This is an optimization exercise on Yosys and OpenROAD, whose aim is small area, a short achievable clock period and few clock cycles per item, not a production implementation.
Function was checked by simulation only, so behaviour that the tests miss may differ from the original.
Power figures rest on the tool's default switching activity, not on a simulated workload.

$ cat flow/run.sh
#!/bin/bash
set -euo pipefail
bash standard.sh SETUP_SLACK_MARGIN=10.5 TNS_END_PERCENT=10 finish > flow_make.log 2>&1
$ cat standard.sh
#!/bin/bash
# synth_recipe.tcl (not shown) runs the flow's synth.tcl, then flattens the netlist and writes it again
# the make line also repeats each setting of config.mk as NAME=value (left out here)
make -C /OpenROAD-flow-scripts/flow DESIGN_CONFIG=/design/flow/config.mk WORK_HOME=/design/flow/orfs CLKGATE_MAP_FILE= SYNTH_SCRIPT=/design/flow/synth_recipe.tcl "${@:-finish}"
$ cat config.mk
export PLATFORM = sky130hd
export DESIGN_NAME = rule_engine
export DESIGN_NICKNAME = rule_engine
export VERILOG_FILES = /design/flow/design.v
export SDC_FILE = /design/flow/constraint.sdc
export NUM_CORES = 4
export LEC_CHECK = 0
export CAP_MARGIN = 20
export CORE_MARGIN = 2
export CORE_UTILIZATION = 32
export GPL_ROUTABILITY_DRIVEN = 1
export PLACE_DENSITY = 0.45
export SETUP_SLACK_MARGIN = 5
export SLEW_MARGIN = 20
$ cat constraint.sdc
create_clock -name core_clock -period 16.0 [get_ports {clk}]
set_input_delay 3.2000 -clock core_clock [delete_from_list [all_inputs] [get_ports {clk}]]
set_output_delay 3.2000 -clock core_clock [all_outputs]
set_load 0.01 [all_outputs]
$ cat design.v
module rule_engine (
    input  wire        clk,
    input  wire        rst,             
    input  wire        start,           
    input  wire [1:0]  fault_override,  
    input  wire [1:0]  fault_action,    
    output wire        ready,
    output wire        done,            
    output wire [1:0]  verdict,         
    output wire [7:0]  rule_code,
    output wire        fault,           
    output wire [5:0]  last_pc,         
    output wire [10:0] cycles,          
    output wire [5:0]  i_addr,
    input  wire [31:0] i_data,
    output wire [3:0]  k_addr,
    input  wire [63:0] k_data,
    output wire [5:0]  f_sel,
    input  wire [63:0] f_data,
    input  wire        f_absent
);
    localparam OP_PASS = 6'h00, OP_FLAG = 6'h01, OP_HOLD = 6'h02, OP_LDF = 6'h03,
               OP_LDK  = 6'h04, OP_LDI  = 6'h05, OP_MOV  = 6'h06, OP_ADD = 6'h07,
               OP_SUB  = 6'h08, OP_MUL  = 6'h09, OP_DIV  = 6'h0A, OP_MDV = 6'h0B,
               OP_MIN  = 6'h0C, OP_MAX  = 6'h0D, OP_ABS  = 6'h0E, OP_AND = 6'h0F,
               OP_OR   = 6'h10, OP_SHL  = 6'h11, OP_SHR  = 6'h12, OP_JMP = 6'h13,
               OP_BR   = 6'h14, OP_BRI  = 6'h15, OP_BAB  = 6'h16, OP_BBS = 6'h17;
    localparam M0 = 4'd0, M1 = 4'd1, MSTEP = 4'd2, CHECK = 4'd3, NRM_H = 4'd4,
               NRM_L = 4'd5, DSTEP = 4'd6, FINAL = 4'd7, ALIGN = 4'd8, BULK = 4'd9,
               SH_L = 4'd10, SH_H = 4'd11, DDEC = 4'd12, BULK2 = 4'd13, CHKD = 4'd14;
    localparam [63:0] SMAX = 64'h7FFF_FFFF_FFFF_FFFF;
    localparam [63:0] SMIN = 64'h8000_0000_0000_0000;
    function [4:0] cost;
        input [5:0] o;
        begin
            case (o)
                OP_PASS, OP_FLAG, OP_HOLD: cost = 5'd2;
                OP_LDF:                    cost = 5'd4;
                OP_MUL:                    cost = 5'd3;
                OP_DIV:                    cost = 5'd20;
                OP_MDV:                    cost = 5'd24;
                OP_JMP, OP_BR, OP_BRI, OP_BAB, OP_BBS: cost = 5'd2;
                default:                   cost = 5'd1;
            endcase
        end
    endfunction
    function [6:0] clz64;
        input [63:0] v;
        reg [31:0] z1, c1;
        reg [15:0] z2; reg [31:0] c2;
        reg [7:0]  z3; reg [23:0] c3;
        reg [3:0]  z4; reg [15:0] c4;
        reg [1:0]  z5; reg [9:0]  c5;
        integer i;
        begin
            for (i = 0; i < 32; i = i + 1) begin
                z1[i] = ~(v[2*i+1] | v[2*i]);
                c1[i] = ~v[2*i+1];
            end
            for (i = 0; i < 16; i = i + 1) begin
                z2[i] = z1[2*i+1] & z1[2*i];
                c2[2*i +: 2] = z1[2*i+1] ? {1'b1, c1[2*i]} : {1'b0, c1[2*i+1]};
            end
            for (i = 0; i < 8; i = i + 1) begin
                z3[i] = z2[2*i+1] & z2[2*i];
                c3[3*i +: 3] = z2[2*i+1] ? {1'b1, c2[2*(2*i) +: 2]} : {1'b0, c2[2*(2*i+1) +: 2]};
            end
            for (i = 0; i < 4; i = i + 1) begin
                z4[i] = z3[2*i+1] & z3[2*i];
                c4[4*i +: 4] = z3[2*i+1] ? {1'b1, c3[3*(2*i) +: 3]} : {1'b0, c3[3*(2*i+1) +: 3]};
            end
            for (i = 0; i < 2; i = i + 1) begin
                z5[i] = z4[2*i+1] & z4[2*i];
                c5[5*i +: 5] = z4[2*i+1] ? {1'b1, c4[4*(2*i) +: 4]} : {1'b0, c4[4*(2*i+1) +: 4]};
            end
            if (z5[1] & z5[0])
                clz64 = 7'd64;
            else
                clz64 = z5[1] ? {2'b01, c5[4:0]} : {2'b00, c5[9:5]};
        end
    endfunction
    function is_end;
        input [5:0] o;
        is_end = (o == OP_PASS) | (o == OP_FLAG) | (o == OP_HOLD);
    endfunction
    reg         run;             
    reg  [1:0]  fverd;           
    reg         endR, endX, simpleX;    
    reg         safe_q;                  
    reg  [1:0]  verdR, verdX;
    reg  [7:0]  codeR, codeX;
    reg         fault_pend;      
    reg  [5:0]  fa;              
    reg  [5:0]  fpc;             
    reg  [5:0]  want;            
    reg         fstop;           
    reg         v0;
    reg  [31:0] ir0;
    reg  [5:0]  pc0;
    reg  [5:0]  fsel0;
    reg  [4:0]  cost0;
    reg         vR;
    reg  [31:0] irR;
    reg  [5:0]  pcR;
    reg  [5:0]  fselR;
    reg  [4:0]  costR;           
    reg         vX;
    reg  [31:0] irX;
    reg  [5:0]  pcX;
    reg  [6:0]  shamtX;
    reg  [63:0] opA, opB;
    reg         opBs;            
    reg  [10:0] cycX;            
    reg  [10:0] cycX2;           
    reg  [63:0] x [0:15];
    reg  [15:0] rv;              
    reg  [3:0]  md;
    reg  [63:0] H, L;
    reg  [6:0]  cnt, kk;
    reg  [7:0]  nb;              
    reg  [6:0]  samt;            
    reg         sgn, ovf, capd, chk;
    wire [5:0]  opX   = irX[31:26];
    wire [3:0]  xdX   = irX[25:22];
    wire [3:0]  xbX   = irX[17:14];
    wire [2:0]  condX = irX[25:23];
    wire [5:0]  tgtX  = irX[5:0];
    wire is_mul = (opX == OP_MUL);
    wire is_div = (opX == OP_DIV);
    wire is_mdv = (opX == OP_MDV);
    wire is_md  = is_mul | is_div | is_mdv;
    wire is_brcX = (opX == OP_BR) | (opX == OP_BRI) | (opX == OP_BBS) | (opX == OP_BAB);
    wire zb = (opB == 64'd0);                             
    reg  zA_q, zB_q, nzB_q;                               
    localparam C_PA_OPA = 0, C_PA_H = 1, C_PA_HL = 2, C_PA_L = 3,
               C_PB_OPB = 4, C_PB_NOPB = 5, C_PB_NOPA = 6, C_PB_MUL = 7, C_PB_DIV = 8,
               C_CI_ONE = 9, C_CI_MUL = 10, C_CI_CHK = 11, C_CI_DIV = 12, C_CI_SGN = 13,
               C_W_F = 14, C_W_K = 15, C_W_B = 16, C_W_A = 17, C_W_ADD = 18, C_W_MIN = 19,
               C_W_MAX = 20, C_W_ABS = 21, C_W_AND = 22, C_W_OR = 23, C_W_SH = 24, C_W_MD = 25,
               C_SH_HA = 26, C_SH_HF = 27, C_SH_HH = 28, C_SH_HL = 29,
               C_SH_LA = 30, C_SH_LL = 31, C_SH_LH = 32, C_SH_MD = 33;
    function [33:0] ctl_of;
        input [5:0] o;
        input [3:0] m;
        reg [33:0] c;
        begin
            c = 34'd0;
            if (o == OP_MUL || o == OP_DIV || o == OP_MDV) begin
                c[C_W_MD] = 1'b1;
                c[C_SH_MD] = 1'b1;
                case (m)
                    ALIGN, SH_L: begin c[C_SH_HH] = 1'b1; c[C_SH_LL] = 1'b1; end
                    SH_H:        c[C_SH_LH] = 1'b1;
                    NRM_H:       c[C_SH_LL] = 1'b1;
                    default:     c[C_SH_HL] = 1'b1;                      
                endcase
                case (m)
                    M0:        begin c[C_PB_NOPA] = 1'b1; c[C_CI_ONE] = 1'b1; end
                    M1, MSTEP: begin c[C_PA_H] = 1'b1; c[C_PB_MUL] = 1'b1; c[C_CI_MUL] = 1'b1; end
                    CHECK:     begin c[C_PA_H] = 1'b1; c[C_PB_NOPB] = 1'b1; c[C_CI_CHK] = 1'b1; end
                    DSTEP:     begin c[C_PA_HL] = 1'b1; c[C_PB_DIV] = 1'b1; c[C_CI_DIV] = 1'b1; end
                    default:   begin c[C_PA_L] = 1'b1; c[C_CI_SGN] = 1'b1; end
                endcase
            end else begin
                case (o)
                    OP_SUB, OP_MIN, OP_MAX, OP_BR, OP_BRI:
                        begin c[C_PA_OPA] = 1'b1; c[C_PB_NOPB] = 1'b1; c[C_CI_ONE] = 1'b1; end
                    OP_ABS: begin c[C_PB_NOPA] = 1'b1; c[C_CI_ONE] = 1'b1; end
                    default: begin c[C_PA_OPA] = 1'b1; c[C_PB_OPB] = 1'b1; end
                endcase
                case (o)
                    OP_LDF:         c[C_W_F]   = 1'b1;
                    OP_LDK:         c[C_W_K]   = 1'b1;
                    OP_LDI:         c[C_W_B]   = 1'b1;
                    OP_MOV:         c[C_W_A]   = 1'b1;
                    OP_ADD, OP_SUB: c[C_W_ADD] = 1'b1;
                    OP_MIN:         c[C_W_MIN] = 1'b1;
                    OP_MAX:         c[C_W_MAX] = 1'b1;
                    OP_ABS:         c[C_W_ABS] = 1'b1;
                    OP_AND:         c[C_W_AND] = 1'b1;
                    OP_OR:          c[C_W_OR]  = 1'b1;
                    OP_SHL, OP_SHR: c[C_W_SH]  = 1'b1;
                    default: ;
                endcase
                if (o == OP_SHL) c[C_SH_HA] = 1'b1; else c[C_SH_HF] = 1'b1;
                if (o == OP_SHR || o == OP_BBS) c[C_SH_LA] = 1'b1;
            end
            ctl_of = c;
        end
    endfunction
    reg  [33:0] ctl;
    wire [63:0] pa = ({64{ctl[C_PA_OPA]}} & opA) | ({64{ctl[C_PA_H]}} & H) |
                     ({64{ctl[C_PA_HL]}} & {H[62:0], L[63]}) | ({64{ctl[C_PA_L]}} & (L ^ {64{sgn}}));
    wire [63:0] pb = ({64{ctl[C_PB_OPB] | (ctl[C_PB_MUL] & L[0]) | (ctl[C_PB_DIV] & H[63])}} & opB) |
                     ({64{ctl[C_PB_NOPB] | (ctl[C_PB_DIV] & !H[63])}} & ~opB) |
                     ({64{ctl[C_PB_NOPA]}} & ~opA);
    wire        cin = ctl[C_CI_ONE] | (ctl[C_CI_MUL] & L[0] & opBs) | (ctl[C_CI_CHK] & !opBs) |
                      (ctl[C_CI_DIV] & (H[63] ? opBs : !opBs)) | (ctl[C_CI_SGN] & sgn);
    wire [63:0]  kg0 = pa & pb;
    wire [63:0]  kp0 = pa ^ pb;
    wire [447:0] kgg, kpp;
    assign kgg[63:0] = {kg0[63:1], kg0[0] | (kp0[0] & cin)};
    assign kpp[63:0] = kp0;
    genvar klv, kbi;
    generate
        for (klv = 0; klv < 6; klv = klv + 1) begin : ks_lv
            for (kbi = 0; kbi < 64; kbi = kbi + 1) begin : ks_bit
                if (kbi >= (1 << klv)) begin : op
                    assign kgg[(klv+1)*64 + kbi] = kgg[klv*64 + kbi] |
                                                   (kpp[klv*64 + kbi] & kgg[klv*64 + kbi - (1 << klv)]);
                    assign kpp[(klv+1)*64 + kbi] = kpp[klv*64 + kbi] & kpp[klv*64 + kbi - (1 << klv)];
                end else begin : pass
                    assign kgg[(klv+1)*64 + kbi] = kgg[klv*64 + kbi];
                    assign kpp[(klv+1)*64 + kbi] = kpp[klv*64 + kbi];
                end
            end
        end
    endgenerate
    wire [63:0] s   = kp0 ^ {kgg[446:384], cin};
    wire        c64 = kgg[447];
    wire        lt  = pa[63] ^ pb[63] ^ c64;             
    wire        aov = (pa[63] == pb[63]) & (s[63] != pa[63]);
    wire [63:0] addsat = aov ? (pa[63] ? SMIN : SMAX) : s;
    wire [63:0] abssat = opA[63] ? (s[63] ? SMAX : s) : opA;
    wire [63:0] sh_hi = ({64{ctl[C_SH_HA]}} & opA) | ({64{ctl[C_SH_HF] & opA[63]}}) |
                        ({64{ctl[C_SH_HH]}} & H) | ({64{ctl[C_SH_HL]}} & L);
    wire [63:0] sh_lo = ({64{ctl[C_SH_LA]}} & opA) | ({64{ctl[C_SH_LL]}} & L) | ({64{ctl[C_SH_LH]}} & H);
    wire [6:0]  sh_amt = ctl[C_SH_MD] ? samt : shamtX;
    wire [127:0] sh_all = {sh_hi, sh_lo} >> sh_amt;
    wire [63:0]  fout   = sh_all[63:0];
    wire eq = (opA == opB);
    reg  cond_ok;
    always @* begin
        case (condX)
            3'd0: cond_ok = eq;
            3'd1: cond_ok = !eq;
            3'd2: cond_ok = lt;
            3'd3: cond_ok = lt | eq;
            3'd4: cond_ok = !(lt | eq);
            default: cond_ok = !lt;
        endcase
    end
    reg taken;
    always @* begin
        case (opX)
            OP_BR, OP_BRI: taken = cond_ok;
            OP_BBS:        taken = fout[0];
            OP_BAB:        taken = f_absent;
            default:       taken = 1'b0;
        endcase
    end
    wire redirect = run & vX & taken;
    wire [6:0]  clzL = clz64((md == ALIGN || md == BULK) ? H : L);
    wire [6:0]  blL  = 7'd64 - clzL;
    wire [7:0]  dnum = nb - {1'b0, clzL};                            
    reg  [7:0]  dq;                                                   
    wire        dpos = !dq[7] & (dq != 8'd0);
    wire [6:0]  clzE = clz64({opB[62:0] ^ opB[63:1], 1'b1});
    wire fault0  = (is_div | is_mdv) & zb;
    wire short0  = is_mul ? (zA_q | zB_q) : (zA_q & nzB_q);
    wire zd      = zB_q;                                 
    wire md_zero = (md == M0 & short0) | (md == M1 & is_mdv & zd);
    wire md_last = (md == DSTEP) & (cnt == 7'd1) & !sgn & !ovf & !L[62];
    wire md_fin  = md_zero | md_last | (md == FINAL);
    wire fault_now = run & !fault_pend & vX & is_md & (md == M0) & fault0;
    wire        mulov = is_mul & !dq[7] & (dq > 8'd1);       
    wire [63:0] mdres = (ovf | L[63] | mulov) ? (sgn ? SMIN : SMAX) : s;
    reg [3:0] md_seq;
    always @* begin
        md_seq = md;
        case (md)
            M0:    md_seq = M1;
            M1:    md_seq = is_div ? DDEC : clzL[6] ? FINAL :        
                            (blL == 7'd1) ? (is_mul ? ALIGN : BULK) : MSTEP;
            MSTEP: if (cnt == 7'd1) md_seq = is_mul ? ALIGN : BULK;
            ALIGN: md_seq = FINAL;
            DDEC:  md_seq = dpos ? NRM_H : FINAL;
            BULK:  md_seq = BULK2;
            BULK2: md_seq = dpos ? SH_L : DSTEP;
            SH_L:  md_seq = SH_H;
            SH_H:  md_seq = capd ? CHECK : DSTEP;
            CHECK: md_seq = CHKD;
            CHKD:  md_seq = chk ? ((kk == 7'd64) ? FINAL : CHECK) : DSTEP;
            NRM_H: md_seq = NRM_L;
            NRM_L: md_seq = DSTEP;
            DSTEP: if (cnt == 7'd1) md_seq = FINAL;
            default: ;
        endcase
    end
    wire x_fin = vX & (!is_md | md_fin);
    wire [63:0] wd = ({64{ctl[C_W_F] & !f_absent}} & f_data) | ({64{ctl[C_W_K]}} & k_data) |
                     ({64{ctl[C_W_B]}} & opB) | ({64{ctl[C_W_A]}} & opA) |
                     ({64{ctl[C_W_ADD]}} & addsat) | ({64{ctl[C_W_ABS]}} & abssat) |
                     ({64{ctl[C_W_MIN]}} & (lt ? opA : opB)) | ({64{ctl[C_W_MAX]}} & (lt ? opB : opA)) |
                     ({64{ctl[C_W_AND]}} & (opA & opB)) | ({64{ctl[C_W_OR]}} & (opA | opB)) |
                     ({64{ctl[C_W_SH]}} & fout) | ({64{ctl[C_W_MD] & !md_zero & !md_last}} & mdres) |
                     ({64{ctl[C_W_MD] & md_last}} & {L[62:0], !s[63]});
    reg wr;
    always @* begin
        case (opX)
            OP_LDF, OP_LDK, OP_LDI, OP_MOV, OP_ADD, OP_SUB, OP_MIN, OP_MAX, OP_ABS,
            OP_AND, OP_OR, OP_SHL, OP_SHR: wr = 1'b1;
            OP_MUL, OP_DIV, OP_MDV:        wr = md_fin;
            default:                       wr = 1'b0;
        endcase
    end
    wire wen = run & !fault_pend & vX & wr;
    wire [5:0]  opR  = irR[31:26];
    wire [3:0]  selA = irR[21:18];
    wire        fwdA = wen & (xdX == selA);
    wire        md_hold = vX & is_md & !md_fin;
    wire [3:0]  mdselB  = (is_mdv & ((md == M0) | (md == M1) | (md == MSTEP))) ? xdX : xbX;
    wire [3:0]  selB = md_hold ? mdselB : irR[17:14];
    wire [63:0] rdA  = rv[selA] ? x[selA] : 64'd0;
    wire [63:0] rdB  = rv[selB] ? x[selB] : 64'd0;
    wire        zB_n = !(wen & (xdX == selB)) & (rdB == 64'd0);
    wire [63:0] opA_n = fwdA ? wd : rdA;
    wire        immR  = (opR == OP_BRI) | (opR == OP_LDI);
    wire        fwdB  = wen & (xdX == selB) & !md_hold & !immR;    
    wire [63:0] opB_o = md_hold ? (rdB ^ {64{rdB[63]}}) :
                        (opR == OP_BRI) ? {{54{irR[17]}}, irR[17:8]} :
                        (opR == OP_LDI) ? {{48{irR[15]}}, irR[15:0]} : rdB;
    wire [63:0] opB_n = fwdB ? wd : opB_o;
    wire        opBs_n = fwdB ? wd[63] : rdB[63];
    wire safeX  = safe_q;
    wire done_x = vX & endX;
    wire done_r = vR & endR & safeX;
    reg  ffast;                  
    wire fault_fast = vX & ffast;
    wire flt    = fault_pend | fault_fast;
    assign done  = run & (flt | done_x | done_r);
    assign ready = !run | done;
    function [1:0] fault_verdict;
        input [1:0] ovr, act;
        fault_verdict = (ovr == 2'd1) ? 2'd2 : (ovr == 2'd2) ? 2'd1 : (ovr == 2'd3) ? 2'd0 :
                        (act == 2'd1) ? 2'd1 : (act == 2'd2) ? 2'd0 : 2'd2;
    endfunction
    wire fromX = flt | done_x;
    assign verdict   = flt ? fverd : (done_x ? verdX : verdR);
    assign rule_code = flt ? 8'hFF : (done_x ? codeX : codeR);
    assign fault     = flt;
    assign last_pc   = fromX ? pcX : pcR;
    assign cycles    = fromX ? cycX : cycX2;
    wire x_adv  = !vX | x_fin;
    wire advR   = vR & x_adv;
    wire adv0   = v0 & (!vR | advR);
    wire [5:0] nx_op = advR ? opR : opX;
    wire [3:0] nx_md = advR ? M0 : md_seq;
    wire vXn    = run & !rst & !done & !redirect & (advR | (vX & !x_fin));
    wire mdR    = (opR == OP_MUL) | (opR == OP_DIV) | (opR == OP_MDV);
    wire simpleR = !(mdR | (opR == OP_BR) | (opR == OP_BRI) | (opR == OP_BBS) | (opR == OP_BAB));
    wire safe_n = !vXn | (advR ? simpleR : simpleX) | ((advR ? mdR : is_md) & (nx_md == FINAL));
    wire [5:0]  i_op = i_data[31:26];
    wire acc    = !fstop & (fpc == want) & (!v0 | adv0);
    wire byp    = acc & !v0 & (!vR | advR);      
    wire [5:0] want_n  = acc ? ((i_op == OP_JMP) ? i_data[5:0] : want + 6'd1) : want;
    wire       fstop_n = fstop | (acc & is_end(i_op));
    wire [5:0] i_tgt   = i_data[5:0];
    wire [5:0] want1   = want + 6'd1;
    wire [5:0] fa_jmp  = (fa == i_tgt) ? i_tgt + 6'd1 : i_tgt;
    wire [5:0] fa_seq  = (fa == want1) ? want + 6'd2 : want1;
    wire [5:0] fa_hold = (fa == want) ? want1 : want;
    wire [5:0] fa_n    = fstop_n ? 6'd0 :
                         !acc ? fa_hold : ((i_op == OP_JMP) ? fa_jmp : fa_seq);
    wire [5:0] fa_red  = (fa == tgtX) ? tgtX + 6'd1 : tgtX;
    assign i_addr = fa;
    assign k_addr = irR[3:0];
    assign f_sel  = fselR;
    wire [5:0] i_fsel = (i_op == OP_BAB) ? i_data[13:8] : i_data[5:0];
    wire [5:0] op0 = ir0[31:26];
    always @(posedge clk) begin
        fpc   <= fa;
        dq    <= dnum;
        opA   <= opA_n;
        opB   <= opB_n;
        opBs  <= opBs_n;
        zA_q  <= !fwdA & (rdA == 64'd0);
        zB_q  <= zB_n;
        ffast <= advR & ((opR == OP_DIV) | (opR == OP_MDV)) & zB_n;
        nzB_q <= !(wen & (xdX == selB)) & (rdB != 64'd0);
        if (wen) begin
            x[xdX]  <= wd;
            rv[xdX] <= 1'b1;
        end
        md  <= nx_md;
        ctl <= ctl_of(nx_op, nx_md);
        safe_q <= safe_n;
        if (vX & is_md) begin
            case (md)
            M0: begin
                    L      <= opA[63] ? s : opA;
                    H      <= 64'd0;
                    sgn    <= opA[63] ^ opB[63];
                    ovf    <= 1'b0;
                    nb     <= 8'd2 + {1'b0, clzE};
                end
            M1: if (!is_div) begin
                    H   <= {c64, s[63:1]};
                    L   <= {s[0], L[63:1]};
                    kk  <= blL;
                    cnt <= blL - 7'd1;
                    if (is_mdv) sgn <= sgn ^ opBs;
                    samt <= 7'd64 - blL;
                    if (is_mul) nb <= 8'd1 + {1'b0, blL};    
                end
            MSTEP: begin
                    H   <= {c64, s[63:1]};
                    L   <= {s[0], L[63:1]};
                    cnt <= cnt - 7'd1;
                    samt <= 7'd64 - kk;
                    if (is_mul) nb <= 8'd1 + {1'b0, kk};
                end
            ALIGN: L <= fout;                        
            DDEC: begin
                    samt <= dq[6:0];
                    kk   <= dq[6:0];
                    if (!dpos)                       
                        L <= 64'd0;
                end
            BULK2: begin                             
                    if (!dpos)
                        cnt <= kk;
                    else if ({1'b0, kk} + dq <= 8'd64) begin
                        samt <= dq[6:0];
                        capd <= 1'b0;
                    end else begin
                        samt <= 7'd64 - kk;
                        capd <= 1'b1;
                    end
                end
            SH_L: L <= fout;
            SH_H: begin
                    H   <= fout;
                    kk  <= kk + samt;
                    cnt <= kk + samt;
                end
            CHECK: chk <= c64;                       
            CHKD: begin
                    if (chk) begin                   
                        if (kk == 7'd64)
                            ovf <= 1'b1;
                        else begin
                            H  <= {1'b0, H[63:1]};
                            L  <= {H[0], L[63:1]};
                            kk <= kk + 7'd1;
                        end
                    end else
                        cnt <= kk;
                end
            NRM_H: H <= fout;                        
            NRM_L: begin                             
                    L   <= fout;
                    cnt <= kk;
                end
            DSTEP: begin                             
                    H   <= s;
                    L   <= {L[62:0], !s[63]};
                    cnt <= cnt - 7'd1;
                end
            default: ;
            endcase
        end
        if (advR) begin
            irX    <= irR;
            pcX    <= pcR;
            endX   <= endR;
            verdX  <= verdR;
            codeX  <= codeR;
            simpleX <= simpleR;
            shamtX <= (opR == OP_SHL) ? (7'd64 - {1'b0, irR[5:0]}) :
                      (opR == OP_BBS) ? {1'b0, irR[13:8]} : {1'b0, irR[5:0]};
            if (!redirect) begin             
                cycX  <= cycX + {6'd0, costR};
                cycX2 <= cycX + {6'd0, costR} + 11'd2;
            end
        end
        if (adv0) begin
            irR   <= ir0;
            pcR   <= pc0;
            fselR <= fsel0;
            costR <= cost0;
            endR  <= is_end(op0);
            verdR <= ir0[27:26];
            codeR <= (op0 == OP_PASS) ? 8'd0 : ir0[7:0];
        end else if (byp) begin
            irR   <= i_data;
            pcR   <= fpc;
            fselR <= i_fsel;
            costR <= cost(i_op);
            endR  <= is_end(i_op);
            verdR <= i_data[27:26];
            codeR <= (i_op == OP_PASS) ? 8'd0 : i_data[7:0];
        end
        if (acc) begin
            ir0   <= i_data;
            pc0   <= fpc;
            fsel0 <= i_fsel;
            cost0 <= cost(i_op);
        end
        if (rst) begin
            run        <= 1'b0;
            v0         <= 1'b0;
            vR         <= 1'b0;
            vX         <= 1'b0;
            fault_pend <= 1'b0;
            fstop      <= 1'b0;
            fa         <= 6'd0;
        end else if (!run || done) begin
            v0         <= 1'b0;
            vR         <= 1'b0;
            vX         <= 1'b0;
            fault_pend <= 1'b0;
            fstop      <= 1'b0;
            if (start) begin
                run    <= 1'b1;
                fa     <= 6'd1;
                want   <= 6'd0;
                rv     <= 16'd0;
                cycX   <= 11'd32;
                cycX2  <= 11'd34;
                fverd  <= fault_verdict(fault_override, fault_action);
            end else begin
                run    <= 1'b0;
                fa     <= 6'd0;
            end
        end else if (fault_now) begin
            fault_pend <= 1'b1;
            v0         <= 1'b0;
            vR         <= 1'b0;
            fstop      <= 1'b1;
            fa         <= 6'd0;
        end else if (redirect) begin
            v0    <= 1'b0;
            vR    <= 1'b0;
            vX    <= 1'b0;
            want  <= tgtX;
            fstop <= 1'b0;
            fa    <= fa_red;
        end else begin
            v0    <= (acc & !byp) | (v0 & !adv0);
            vR    <= adv0 | byp | (vR & !advR);
            vX    <= advR | (vX & !x_fin);
            want  <= want_n;
            if (advR & ((opR == OP_DIV) | (opR == OP_MDV)) & zB_n) begin
                fstop <= 1'b1;               
                fa    <= 6'd0;
            end else begin
                fstop <= fstop_n;
                fa    <= fa_n;
            end
        end
    end
endmodule
==> impl_results.md, run 1 <==
- CP Depth: 9
- Slowest-stage cell, CP: a222oi_1
- Die area: around 0.33 mm2
- Most frequent cell after synthesis: edfxtp_1
- Critical path capture point type: register
- Std-Cell Rows: 210
- Register bit total from synthesis: around 1600
- Gpl congestion: between 1 and 1.5
- Relative slew slack: 0.06707
- TritonCTS Buffers: approximately 190
- Final period util: 0.3748
- DRT iter0 DRCs: ~16000
- Final slew viol count: 0
- Post-synth EDFFs: roughly 1300
- Vias: about 97000
- Hpwl dp: 386300 um
- Critical path required time: 16.77 ns
- Share of cells above drive strength 1: 0.2178
- Worst-skew pair later-pin latency: roughly 0.91 ns
- Synth top cells by count: 1342 x edfxtp_1, 1069 x nand2_1, 683 x a21oi_1, 682 x clkbuf_1, 606 x o21ai_0
- Ys Warns: 1
- Critical path class: input pin to register
- Max-Cap Viols: 0
- CTS Sinks: 1578
- Wirelength per Cell: slightly below 40 um
- Yosys top cell area share: 0.3835
- Worst Hold Class: register to register
- Top Ports: 214
- GRT overflow: 0
- Placed Cells: around 14000
- Final Hold Fails: 0
- Synth Net Count: 10370
- Clk_skew: 0.05052 ns
- RSZ-0062 raised after global routing: yes
- Global-route wire length before repair: approximately 780000 um
- Setup TNS: 0 ns
- Crit path buf inv count: 2
- Worst Hold Depth: 0
- Vias per cell: ~6.6
- LEAKAGE: ~0.046 uW
- Total wire length: 577900 um
- Hold Slack: 0.4234 ns
- Die Height: ~580 um
- Clock tree buffer depth: 4
- Post-route antenna net violation count: 0
- Root Buffer: clkbuf_16
- CP Data Arrival Time: approximately 6.8 ns
- Run status: complete, no violations
- Pin count of the biggest net entering global routing: 74
- Worst vdd ir: a little over 0.00009 V
- # port buffers: approximately 210
- Fill cells: 31770
- Most used flip-flop cell after synthesis: edfxtp_1
- Worst-path clk slew: around 0.060 ns
- Post-Synthesis Cells: 9926
- Ys async rst share: 0
- Hold buffer count at CTS: 0
- CP Max Fanout: 18
- Setup WS post-layout: 10.00 ns
- Worst-Margin Slew: between 1 and 1.5 ns
- Fmax: ~0.17 GHz
- Crit path cell chain: dlygate4sd2_1 > nor2b_4 > buf_4 > a222oi_1 > nand2_1 > a221oi_1 > nand4_1 > a21o_4 > mux2_2
- Gr usage total: 0.3329
- Layout Cells excl Fill: ~15000
- Top cells by area in the synthesized netlist: edfxtp_1 38%, mux4_2 9.2%, mux2i_1 4.9%
- Die width: 577.1 um
- Library cells used by synthesis: roughly 130
- Final setup viols: 0
- Syn avg cell area: ~11 um2
- Area occupied by multi-input gates: ~0.058 mm2
- Power per cell area: between 80 and 90 mW/mm2
- Mapped Area: ~0.11 mm2
- Area Overhead vs Synth: 20.77%
- Number of detailed-route iterations in the first pass: 14
- Antenna violations before repair: 28
- Vias in the first global route: approximately 92000
- DRC: 0
- CP delay by family, top: compound AO/OA/AOI/OAI gates
- Post-synth top area cell: edfxtp_1
- Seq/Total Area, Yosys: 0.4284
- H-tree level count: 4
- Core ar.: around 0.33 mm2
- R2R depth: 23
- Initial Utilization: 0.3213
- Final Net Count: around 11000
- Max incr delay on CP: roughly 1.2 ns
- Fin crit period: 5.996 ns
- Critical Path Source Type: input pin
- Register Area: ~0.045 mm2
- Pre-CTS setup slack: 6.962 ns
- CTS tree: yes
-- final timing paths --
kind                   to  startpoint  slack (ns)
setup reg to reg  opA[14]       H[63]       10.19
setup / recovery  opA[50]    f_absent       10.00
hold / removal    irX[23]     irR[23]        0.42
hold reg to reg   irX[23]     irR[23]        0.42
-- sequential cells by signal, summed over array words and instances (netlist names), 11 cells and up, named ones only --
name	cells
irR	32
ctl	29
rv	16
H	64
opB	64
cycX	11
ir0	32
opA	64
cycX2	11
L	64
x	1024
irX	20
-- final cells by class --
type / instances / share of cell area
sequential: 1578 / 0.3552
multi-input combinational: 7083 / 0.4608
clock inverter: 105 / 0.007965
antenna: 17 / 0.0003352
timing repair buffer: 935 / 0.08207
clock buffer: 229 / 0.03902
inverter: 335 / 0.01086
tap: 4346 / 0.04284
timing repair inverter: 14 / 0.0008281
-- power by group --
part / switching [uW] / leakage (uW) / total (uW) / internal [uW]
clock: 1870 / 0.00292 / 4300 / 2430
sequential: 27.1 / 0.0142 / 4520 / 4490
combinational: 858 / 0.0286 / 1370 / 507
-- routing by layer --
metal  track usage  share of wire  up-vias
met1        0.4224           0.38    49210
met2        0.5141           0.44     6681
met4        0.2183          0.080       24
met5             0        0.00028        -
li1              -              -    39460
met3       0.06837           0.10     1468
-- repair_timing --
item                        CTS  global route
pin swaps                   163            60
setup endpoints to repair  1944          1237
gates resized for setup     741           148
setup buffers               289            37
gates cloned                 67            15
-- kinds of logic (layout without fill, tap and decap cells) --
logic type               Yosys count  count (layout)  share of synthesized area
buffers and inverters           1280            1618                    0.04835
XOR/XNOR                         334             334                    0.02784
AO/OA/AOI/OAI                   2863            2866                     0.1903
multiplexers                    1140            1143                     0.1629
AND/OR/NAND/NOR                 2452            2461                     0.1085
adder cells (fa/ha/maj)          279             279                    0.03365
flip-flops                      1578            1578                     0.4284
other                              0              17                          0
-- layout by cell type (no fill, tap or decap), types with 35 or more instances in the layout --
cell type	n
edfxtp_1	1342
nand2_1	1044
a21oi_1	635
o21ai_0	579
mux2i_1	491
buf_4	490
mux4_2	428
a222oi_1	384
nor2_1	368
nand3_1	350
inv_1	294
ha_1	249
dfxtp_1	208
clkbuf_16	196
clkdlybuf4s50_1	193
xor2_1	184
mux2_2	182
xnor2_1	133
a211oi_1	119
a21o_1	108
nor3_1	108
nand4_1	100
buf_12	78
a22oi_1	76
a221oi_1	71
o221ai_1	68
nor4_1	67
o211ai_1	61
buf_6	59
o21a_1	56
a221o_1	56
o22ai_1	53
and3_1	53
clkinvlp_4	52
a311oi_1	44
and2_1	40
buf_16	38
clkinv_1	35
-- worst register-to-register path, stage by stage, from the launching register on --
cell,delay [ns]
edfxtp_1,0.44
buf_6,0.16
inv_4,0.05
a21oi_4,0.05
buf_12,0.15
buf_16,0.15
o22ai_4,0.10
a21oi_2,0.05
fa_2,0.38
fa_2,0.38
nor2b_4,0.14
o2111ai_2,0.16
a21oi_2,0.21
buf_4,0.14
nor2_1,0.08
o21ai_0,0.39
a21oi_1,0.14
nor2_1,0.10
nor2_1,0.06
xnor2_1,0.91
mux2i_1,0.60
a21boi_0,0.41
a211o_4,0.32
a21o_1,0.17
-- per-stage QoR --
stage / util / total power (uW) / instance area, um2
global route: 0.3879 / 10440 / 126900
finish: 0.3880 / 10190 / 126900
detailed placement: 0.3431 / 5751 / 112200
global placement: 0.3425 / 5742 / 112100
CTS: 0.3837 / 10170 / 125500
floorplan: - / 5329 / 105100
Testbench counts, summed over its fixed seeds: cycles 22,958, rows 1,200.
==> run 2, diff against run 1 <==
--- a/design.v
+++ b/design.v
@@ -288,13 +288,14 @@
         endcase
     end
     wire x_fin = vX & (!is_md | md_fin);
-    wire [63:0] wd = ({64{ctl[C_W_F] & !f_absent}} & f_data) | ({64{ctl[C_W_K]}} & k_data) |
-                     ({64{ctl[C_W_B]}} & opB) | ({64{ctl[C_W_A]}} & opA) |
+    wire [63:0] wd_in  = ctl[C_W_F] ? (f_data & {64{!f_absent}}) : k_data;
+    wire [63:0] wd_int = ({64{ctl[C_W_B]}} & opB) | ({64{ctl[C_W_A]}} & opA) |
                      ({64{ctl[C_W_ADD]}} & addsat) | ({64{ctl[C_W_ABS]}} & abssat) |
                      ({64{ctl[C_W_MIN]}} & (lt ? opA : opB)) | ({64{ctl[C_W_MAX]}} & (lt ? opB : opA)) |
                      ({64{ctl[C_W_AND]}} & (opA & opB)) | ({64{ctl[C_W_OR]}} & (opA | opB)) |
                      ({64{ctl[C_W_SH]}} & fout) | ({64{ctl[C_W_MD] & !md_zero & !md_last}} & mdres) |
                      ({64{ctl[C_W_MD] & md_last}} & {L[62:0], !s[63]});
+    wire [63:0] wd = (ctl[C_W_F] | ctl[C_W_K]) ? wd_in : wd_int;
     reg wr;
     always @* begin
         case (opX)
==> run 2 against run 1 <==
Global-route usage decreased by 0.51 points; highest routed layer unchanged; largest power group unchanged; maximum frequency rose by 2.2%; final cell count grew 6.3%; largest cell class unchanged; clock skew up 0.048 ns; non-clock buffer count rose by 40; still clean; clock-buffer cell count grew 9; wire length grew 0.73%; register-to-register slack lost 0.06 ns; synthesized area rose by 2.3%.
==> impl_results.md, run 2 <==
- Worst Hold Class: register to register
- Worst vdd ir: 0.0001119 V (+20%)
- Gpl congestion: 1.030 (+0.86%)
- Syn avg cell area: 9.956 um2 (-6.0%)
- Critical path required time: 16.72 ns (-0.05 ns)
- XOR/XNOR Fraction of Synth Area: 0.02475 (-0.003086)
- Worst-skew pair later-pin latency: 0.91 ns (about the same)
- Fmax: 0.1704 GHz (+2.2%)
- Clock tree buffer depth: 4 (unchanged)
- DRT iter0 DRCs: 14900 (-9.1%)
- Relative slew slack: 0.1015 (+0.03444)
- Seq/Total Area, Yosys: 0.4187 (-0.009716)
- Worst-Margin Slew: 1.348 ns (-0.05166 ns)
- Die area: 0.3407 mm2 (+2.3%)
- Register bit total from synthesis: 1578 (unchanged)
- Vias in the first global route: 94850 (+3.3%)
- Largest reg by FF count: x
- Commonest non-fill, non-tap cell in the layout: nand2_1
- Grt met2 use: 0.4948 (-0.01933)
- Ys Warns: 1 (unchanged)
- Number of detailed-route iterations in the first pass: 13 (-1)
- Library cells used by synthesis: 106 (-16%)
- Setup WS post-layout: 10.13 ns (+0.1286 ns)
- Most frequent cell after synthesis: nand2_1
- Top Ports: 214 (unchanged)
- Run status: complete, no violations
- Setup TNS: 0 ns (unchanged)
- Max reg flops: 1024 (unchanged)
- Post-synth top area cell: edfxtp_1
- Clk_skew: 0.09835 ns (+0.04782 ns)
- LEAKAGE: 0.04696 uW (+2.9%)
- Max-Cap Viols: 0 (unchanged)
- Max incr delay on CP: 0.75 ns (-0.40 ns)
- Fill cells: 32420 (+2.1%)
- Final Net Count: 11450 (+8.3%)
- Crit path buf inv count: 8 (+6)
- Global-route wire length before repair: 786200 um (+1.2%)
- # port buffers: 213 (unchanged)
- Slowest-stage cell, CP: o21ai_0
- CTS tree: yes
- CP Max Fanout: 11 (-7)
- Power per cell area: 83.79 mW/mm2 (+4.4%)
- Worst-path clk slew: 0.07 ns (about the same)
- Antenna violations before repair: 40 (+43%)
- Largest family of logic cells by synthesized area: compound AO/OA/AOI/OAI gates
- CP delay by family, top: simple AND/OR/NAND/NOR gates
- Mapped Area: 0.1075 mm2 (+2.3%)
- Grt peak-use layer: met2
- Ys async rst share: 0 (unchanged)
- Compound-Gate Fraction of Synth Area: 0.1909 (+0.0005940)
- Synth top cells by count: 1693 x nand2_1, 1342 x edfxtp_1, 806 x a21oi_1, 666 x clkbuf_1, 543 x mux2i_1
- Most used cell along the critical path: buf_12
- Worst R2R Setup Slack: 10.13 ns (-0.06 ns)
- Wirelength per Cell: 37.40 um (-5.2%)
- Total wire length: 582100 um (+0.73%)
- Critical path class: register to register
- Adder-Cell Fraction of Synth Area: 0.03298 (-0.0006700)
- Post-synth EDFFs: 1342 (unchanged)
- Crit path cell chain: buf_6 > nor4b_4 > buf_4 > nand3_1 > mux2i_2 > and3_4 > nor2_4 > buf_12 > buf_12 > buf_12 > buf_8 > nand3_4 > buf_12 > buf_4 > o22ai_1 > nor4_4 > nand2b_1 > xor2_1 > o21ai_0 > o22ai_1
- Share of cells above drive strength 1: 0.2043 (-0.01354)
- GRT overflow: 0 (unchanged)
- Vias per cell: 6.452 (-2.4%)
- GR Layer Usage met1: 0.4224 (about the same)
- Die width: 583.7 um (+1.1%)
- Final Hold Fails: 0 (unchanged)
- Post-Synthesis Cells: 10800 (+8.8%)
- CTS Sinks: 1578 (unchanged)
- Std-Cell Rows: 212 (+0.95%)
- Pre-CTS setup slack: 7.441 ns (+0.4788 ns)
- Synth Net Count: 11250 (+8.4%)
- TritonCTS Buffers: 189 (+2.2%)
- Die Height: 583.7 um (+1.1%)
- Most used flip-flop cell after synthesis: edfxtp_1
- Final slew viol count: 0 (unchanged)
- DRC: 0 (unchanged)
- Synth Area in Simple Gates: 0.1303 (+0.02178)
- Core ar.: 0.3340 mm2 (+2.1%)
- Met3 usage: 0.06407 (-0.004300)
- Fin crit period: 5.868 ns (-0.1286 ns)
- Post-route antenna net violation count: 0 (unchanged)
- H-tree level count: 4 (unchanged)
- Vias: 100400 (+3.7%)
- Gr usage total: 0.3278 (-0.005103)
- Critical Path Source Type: register
- RSZ-0062 raised after global routing: yes
- Root Buffer: clkbuf_16
- Most frequent cells in the layout: 1665 x nand2_1, 1342 x edfxtp_1, 748 x a21oi_1
- Area Overhead vs Synth: 21.08%
- Mux contribution to synthesized area: 0.1550 (-0.007966)
- Final period util: 0.3667 (-0.008038)
- Hpwl dp: 391400 um (+1.3%)
- Initial Utilization: 0.3220 (+0.0007328)
- Top cells by area in the synthesized netlist: edfxtp_1 37%, mux4_2 8.1%, nand2_1 5.9%
- Final setup viols: 0 (unchanged)
- Critical path capture point type: register
- Pin count of the biggest net entering global routing: 137 (+85%)
- CP Data Arrival Time: 6.59 ns (-0.18 ns)
- Yosys top cell area share: 0.3748 (-0.008696)
-- run 2: cell types whose count changed after synthesis, sizes merged, moves of 44 or more --
cell / delta
nand2: +624
a222oi: -159
nand3: -140
a21oi: +120
o21ai: -113
nor2b: +102
o22ai: +87
nor2: +86
a31oi: +81
buf: +53
nor3: +48
mux4: -44
-- run 2: final cells by class --
| type | instances | area (um2) | share of cell area |
|---|---|---|---|
| clock inverter | 102 | 980.9 | 0.007534 |
| timing repair inverter | 8 | 60.06 | 0.0004613 |
| inverter | 334 | 1340 | 0.01029 |
| tap | 4387 | 5489 | 0.04216 |
| timing repair buffer | 975 | 10680 | 0.08206 |
| multi-input combinational | 7921 | 61340 | 0.4712 |
| clock buffer | 238 | 5156 | 0.03960 |
| antenna | 21 | 52.55 | 0.0004036 |
| sequential | 1578 | 45090 | 0.3463 |
-- run 2: cell families after synthesis --
group / after synthesis
buffers and inverters: 1314
multiplexers: 1153
adder cells (fa/ha/maj): 280
AND/OR/NAND/NOR: 3154
flip-flops: 1578
XOR/XNOR: 303
AO/OA/AOI/OAI: 3018
-- run 2: where the power goes --
group | switching (uW) | internal (uW) | leakage, uW
sequential | 45.0 | 4530 | 0.0143
clock | 1860 | 2550 | 0.00302
combinational | 1240 | 684 | 0.0297
-- run 2: path summary, 6_finish.rpt --
check,depth (start not counted),to,from
min,0,irX[23],irR[23]
max,20,opB[6],irX[31]
max reg2reg,20,opB[6],irX[31]
min reg2reg,0,irX[23],irR[23]
-- run 2: layer usage --
layer	part of all wire	wire, um	up-vias
met4	0.085	49540	24
li1	-	-	41900
met2	0.43	251800	6295
met1	0.39	225000	50730
met3	0.095	55580	1478
met5	0.00029	170	-
-- run 2: what timing repair did --
| item | CTS | global route |
|---|---|---|
| setup endpoints to repair | 1954 | 1291 |
| buffers inserted | 280 | 82 |
| gates cloned | 60 | 17 |
| pin swaps | 115 | 103 |
| gates resized for setup | 648 | 223 |
| hold buffers | 0 | 0 |
-- run 2: stage by stage --
step	hold slack, ns	std cells	cell area [um2]	util	power [uW]
floorplan	0.4003	10800	107500	-	5725
global placement	0.4078	14760	114800	0.3438	6359
detailed placement	0.4276	14760	114900	0.3440	6360
CTS	0.4420	15440	128100	0.3837	10850
global route	0.4419	15550	130200	0.3898	11200
finish	0.4363	15560	130200	0.3899	10910
Testbench counts of run 2, summed over its fixed seeds: cycles 22,958, rows 1,200.
==> run 3, diff against run 2 <==
--- a/design.v
+++ b/design.v
@@ -329,17 +329,18 @@
     reg  ffast;                  
     wire fault_fast = vX & ffast;
     wire flt    = fault_pend | fault_fast;
-    assign done  = run & (flt | done_x | done_r);
+    reg  flt_q, dx_q;
+    assign done  = run & (flt_q | dx_q | done_r);     
     assign ready = !run | done;
     function [1:0] fault_verdict;
         input [1:0] ovr, act;
         fault_verdict = (ovr == 2'd1) ? 2'd2 : (ovr == 2'd2) ? 2'd1 : (ovr == 2'd3) ? 2'd0 :
                         (act == 2'd1) ? 2'd1 : (act == 2'd2) ? 2'd0 : 2'd2;
     endfunction
-    wire fromX = flt | done_x;
-    assign verdict   = flt ? fverd : (done_x ? verdX : verdR);
-    assign rule_code = flt ? 8'hFF : (done_x ? codeX : codeR);
-    assign fault     = flt;
+    wire fromX = flt_q | dx_q;
+    assign verdict   = flt_q ? fverd : (dx_q ? verdX : verdR);
+    assign rule_code = flt_q ? 8'hFF : (dx_q ? codeX : codeR);
+    assign fault     = flt_q;
     assign last_pc   = fromX ? pcX : pcR;
     assign cycles    = fromX ? cycX : cycX2;
     wire x_adv  = !vX | x_fin;
@@ -378,6 +379,9 @@
         zA_q  <= !fwdA & (rdA == 64'd0);
         zB_q  <= zB_n;
         ffast <= advR & ((opR == OP_DIV) | (opR == OP_MDV)) & zB_n;
+        flt_q <= (!rst & run & !done & fault_now) |
+                 (vXn & advR & ((opR == OP_DIV) | (opR == OP_MDV)) & zB_n);
+        dx_q  <= vXn & (advR ? endR : endX);
         nzB_q <= !(wen & (xdX == selB)) & (rdB != 64'd0);
         if (wen) begin
             x[xdX]  <= wd;
==> run 3 against run 2 <==
Critical path depth fell by 6; synthesized cell count fell by 5.9%; core utilization fell by 0.43 points; sequential power fell by 2%; clock skew fell by 0.035 ns; clock power barely moved; critical path type unchanged; synthesized area fell by 2.0%; via count fell by 4.9%; power fell by 6.8%.
==> impl_results.md, run 3 <==
- Gpl congestion: 1.020 (-0.93%)
- Clock tree buffer depth: 4 (unchanged)
- Final slew viol count: 0 (unchanged)
- Wirelength per Cell: 37.19 um (-0.56%)
- Final period util: 0.3728 (+0.006081)
- Gr usage total: 0.3183 (-0.009547)
- Pwr Total: 10160 uW (-6.8%)
- Worst vdd ir: 0.00007918 V (-29%)
- Post-synth top area cell: edfxtp_1
- Hpwl dp: 378100 um (-3.4%)
- CTS tree: yes
- Critical path class: register to register
- Top Ports: 214 (unchanged)
- Critical Path Source Type: register
- Max-Cap Viols: 0 (unchanged)
- Worst-path clk slew: 0.06 ns (about the same)
- Max reg flops: 1024 (unchanged)
- Ys async rst share: 0 (unchanged)
- DRT iter0 DRCs: 14660 (-1.6%)
- Setup TNS: 0 ns (unchanged)
- Mapped Area: 0.1053 mm2 (-2.0%)
- Share of cells above drive strength 1: 0.1970 (-0.007328)
- Total wire length: 550600 um (-5.4%)
- Power per cell area: 80.52 mW/mm2 (-3.9%)
- CP Max Fanout: 55 (+44)
- Fmax: 0.1677 GHz (-1.6%)
- Hold buffer count at CTS: 0 (unchanged)
- CTS Sinks: 1579 (+0.063%)
- Library cells used by synthesis: 114 (+7.5%)
- H-tree level count: 4 (unchanged)
- Die Height: 577.7 um (-1.0%)
- Antenna violations before repair: 24 (-40%)
- Vias: 95520 (-4.9%)
- Synth Net Count: 10610 (-5.7%)
- Area Overhead vs Synth: 19.84%
- Vias in the first global route: 91030 (-4.0%)
- GRT overflow: 0 (unchanged)
- Reg-to-reg startpoint: ctl[30]
- Final Net Count: 10750 (-6.2%)
- Post-synth EDFFs: 1341 (-0.075%)
- Worst R2R Setup Slack: 10.04 ns (-0.10 ns)
- R2R depth: 14 (-30%)
- Number of detailed-route iterations in the first pass: 10 (-3)
- Fin crit period: 5.965 ns (+0.09730 ns)
- Register bit total from synthesis: 1579 (+0.063%)
- DRC: 0 (unchanged)
- Worst flop-to-flop path endpoint: x[10][25]
- Global-route wire length before repair: 750100 um (-4.6%)
- Post-Synthesis Cells: 10160 (-5.9%)
- Worst-skew pair later-pin latency: 0.92 ns (about the same)
- Post-route antenna net violation count: 0 (unchanged)
- Design area: 0.1262 mm2 (-3.0%)
- CP Data Arrival Time: 6.61 ns (+0.02 ns)
- Critical path required time: 16.65 ns (-0.07 ns)
- Worst-Margin Slew: 1.401 ns (+0.05339 ns)
- Syn avg cell area: 10.36 um2 (+4.1%)
- TritonCTS Buffers: 191 (+1.1%)
- Initial Utilization: 0.3217 (about the same)
- LEAKAGE: 0.04516 uW (-3.8%)
- Core ar.: 0.3274 mm2 (-2.0%)
- Critical path capture point type: register
- Worst Hold Depth: 0 (unchanged)
- Top cells by area in the synthesized netlist: edfxtp_1 38%, mux4_2 9.0%, mux2i_1 5.7%
- Root Buffer: clkbuf_16
- Die area: 0.3338 mm2 (-2.0%)
- Most frequent cell after synthesis: edfxtp_1
- Worst Hold End: irX[24]
- Final setup viols: 0 (unchanged)
- Yosys top cell area share: 0.3823 (+0.007550)
- Hold Startpoint: irR[24]
- RSZ-0062 raised after global routing: yes
- Commonest non-fill, non-tap cell in the layout: edfxtp_1
- Most frequent cells in the layout: 1341 x edfxtp_1, 1191 x nand2_1, 663 x a21oi_1
- Vias per cell: 6.452 (about the same)
- Most used flip-flop cell after synthesis: edfxtp_1
- Final Hold Fails: 0 (unchanged)
- Ys Warns: 1 (unchanged)
- Std-Cell Rows: 210 (-0.94%)
- Die width: 577.7 um (-1.0%)
- Seq/Total Area, Yosys: 0.4276 (+0.008849)
- Clk_skew: 0.06342 ns (-0.03493 ns)
- Run status: complete, no violations
- Placed inst area: 0.1124 mm2 (-2.2%)
- Worst Hold Class: register to register
- Largest reg by FF count: x
- Pin count of the biggest net entering global routing: 107 (-22%)
- Relative slew slack: 0.05604 (-0.04546)
- Synth top cells by count: 1341 x edfxtp_1, 1216 x nand2_1, 697 x a21oi_1, 677 x clkbuf_1, 599 x mux2i_1
- Fill cells: 32010 (-1.3%)
- # port buffers: 213 (unchanged)
[run 3: changes by cell type in the layout (fill, tap and decap cells not counted), moves of 40 or more]
| cell | delta |
|---|---|
| nand2_1 | -474 |
| nand3_1 | +88 |
| nand2b_1 | +52 |
| mux2_2 | -65 |
| nor2b_1 | -81 |
| buf_4 | -82 |
| a21oi_1 | -85 |
| a211oi_1 | -59 |
| o21ai_0 | +59 |
| a222oi_1 | -43 |
| o22ai_1 | -62 |
| mux2i_1 | +40 |
[run 3: worst max-delay path: stages, from the launching register on]
cell        delay (ns)
dfxtp_2           0.39
buf_4             0.33
a222oi_1          0.99
mux2i_1           0.32
mux2i_1           0.49
mux2i_1           0.32
a21oi_1           0.61
a21oi_1           0.16
a221o_2           0.58
a221oi_2          0.45
nand2_1           0.12
a211oi_1          0.26
a21o_2            0.31
clkinvlp_4        0.11
buf_4             0.19
[run 3: metrics by stage]
| step | cells | hold slack [ns] | util | setup slack (ns) |
|---|---|---|---|---|
| 2_1_floorplan | 10160 | 0.3922 | - | 10.08 |
| 3_5_place_dp | 14100 | 0.4056 | 0.3432 | 6.726 |
| 5_1_grt | 14800 | 0.4290 | 0.3855 | 10.14 |
| 4_1_cts | 14700 | 0.4192 | 0.3803 | 10.30 |
| 3_3_place_gp | 14100 | 0.4085 | 0.3431 | 6.761 |
| 6_report | 14810 | 0.4220 | 0.3856 | 10.04 |
[run 3: layer usage]
layer,vias to the layer above,part of all wire,GRT usage
met1,48450,0.39,0.4073
met5,-,0.00014,0
met3,1272,0.096,0.06982
li1,39770,-,-
met2,6015,0.44,0.4883
met4,10,0.077,0.1992
[run 3: area by class of cell]
class | count | area (um2) | area share
multi-input combinational | 7336 | 58360 | 0.4624
sequential | 1579 | 45100 | 0.3573
timing repair buffer | 867 | 9677 | 0.07666
tap | 4346 | 5438 | 0.04308
clock buffer | 255 | 5364 | 0.04249
inverter | 313 | 1292 | 0.01024
clock inverter | 88 | 882.1 | 0.006988
timing repair inverter | 11 | 82.58 | 0.0006542
antenna | 11 | 27.53 | 0.0002181
[run 3: timing repair]
| item | CTS | global route |
|---|---|---|
| gates resized for setup | 588 | 167 |
| setup buffers | 200 | 78 |
| pin swaps | 117 | 68 |
| cloned | 59 | 13 |
| setup endpoints to repair | 1918 | 1764 |
[run 3: power by group]
group / internal [uW] / switching (uW)
clock: 2580 / 1860
combinational: 451 / 771
sequential: 4480 / 24.4
total: 7510 / 2650
[run 3: worst max-delay path by stage]
stage	start	end	cells after the start	slack (ns)
after floorplan	sgn	x[0][50]	22	10.08
after global placement	irX[30]	fa[2]	18	6.76
after detailed placement	irX[28]	fa[4]	18	6.73
after CTS	H[63]	x[6][39]	25	10.30
after global routing	H[63]	x[15][54]	24	10.14
final	ctl[30]	x[10][25]	14	10.04
[run 3: kinds of logic after synthesis]
family                     Yosys count  share of synthesized area
buffers and inverters             1259                    0.04727
and+or+nand+nor                   2703                     0.1172
muxes                             1175                     0.1633
AOI/OAI and AO/OA                 2875                     0.1866
adders and majority gates          281                    0.03376
DFF                               1579                     0.4276
xor gates and xnor gates           292                    0.02428
Testbench counts of run 3, summed over its fixed seeds: cycles 22,958, rows 1,200.

[separate check: timing with driven ports]
The flow's constraints put no driver on any port. The routed layouts listed below were extracted and timed again, unchanged, in two steps. Step 1: set_driving_cell puts a clkbuf_16 on clk and a buf_2 on each other input, an assumption about the parent block. Step 2 adds t to the input delays and takes it off the output delays; t is the mean of the earliest and latest rising clock arrival at the registers after step 1. Input paths then give back, and output paths get back, about the clock's delay inside the block. Slacks: no drivers / after step 1 / after step 2; pairs: no drivers / after step 1.
run	t (ns)	setup WS [ns]	worst data-port slew with drivers (ns)
run 1	0.984	10.004 / 10.001 / 9.017	0.10
run 2	0.968	10.132 / 10.132 / 9.484	0.12
run 3	0.993	10.035 / 10.035 / 9.531	0.09
After both steps setup and hold are still met in every run listed. For run 1, which loses most, drivers alone change the setup slack by -0.003 ns; drivers and shift together by -0.987 ns.
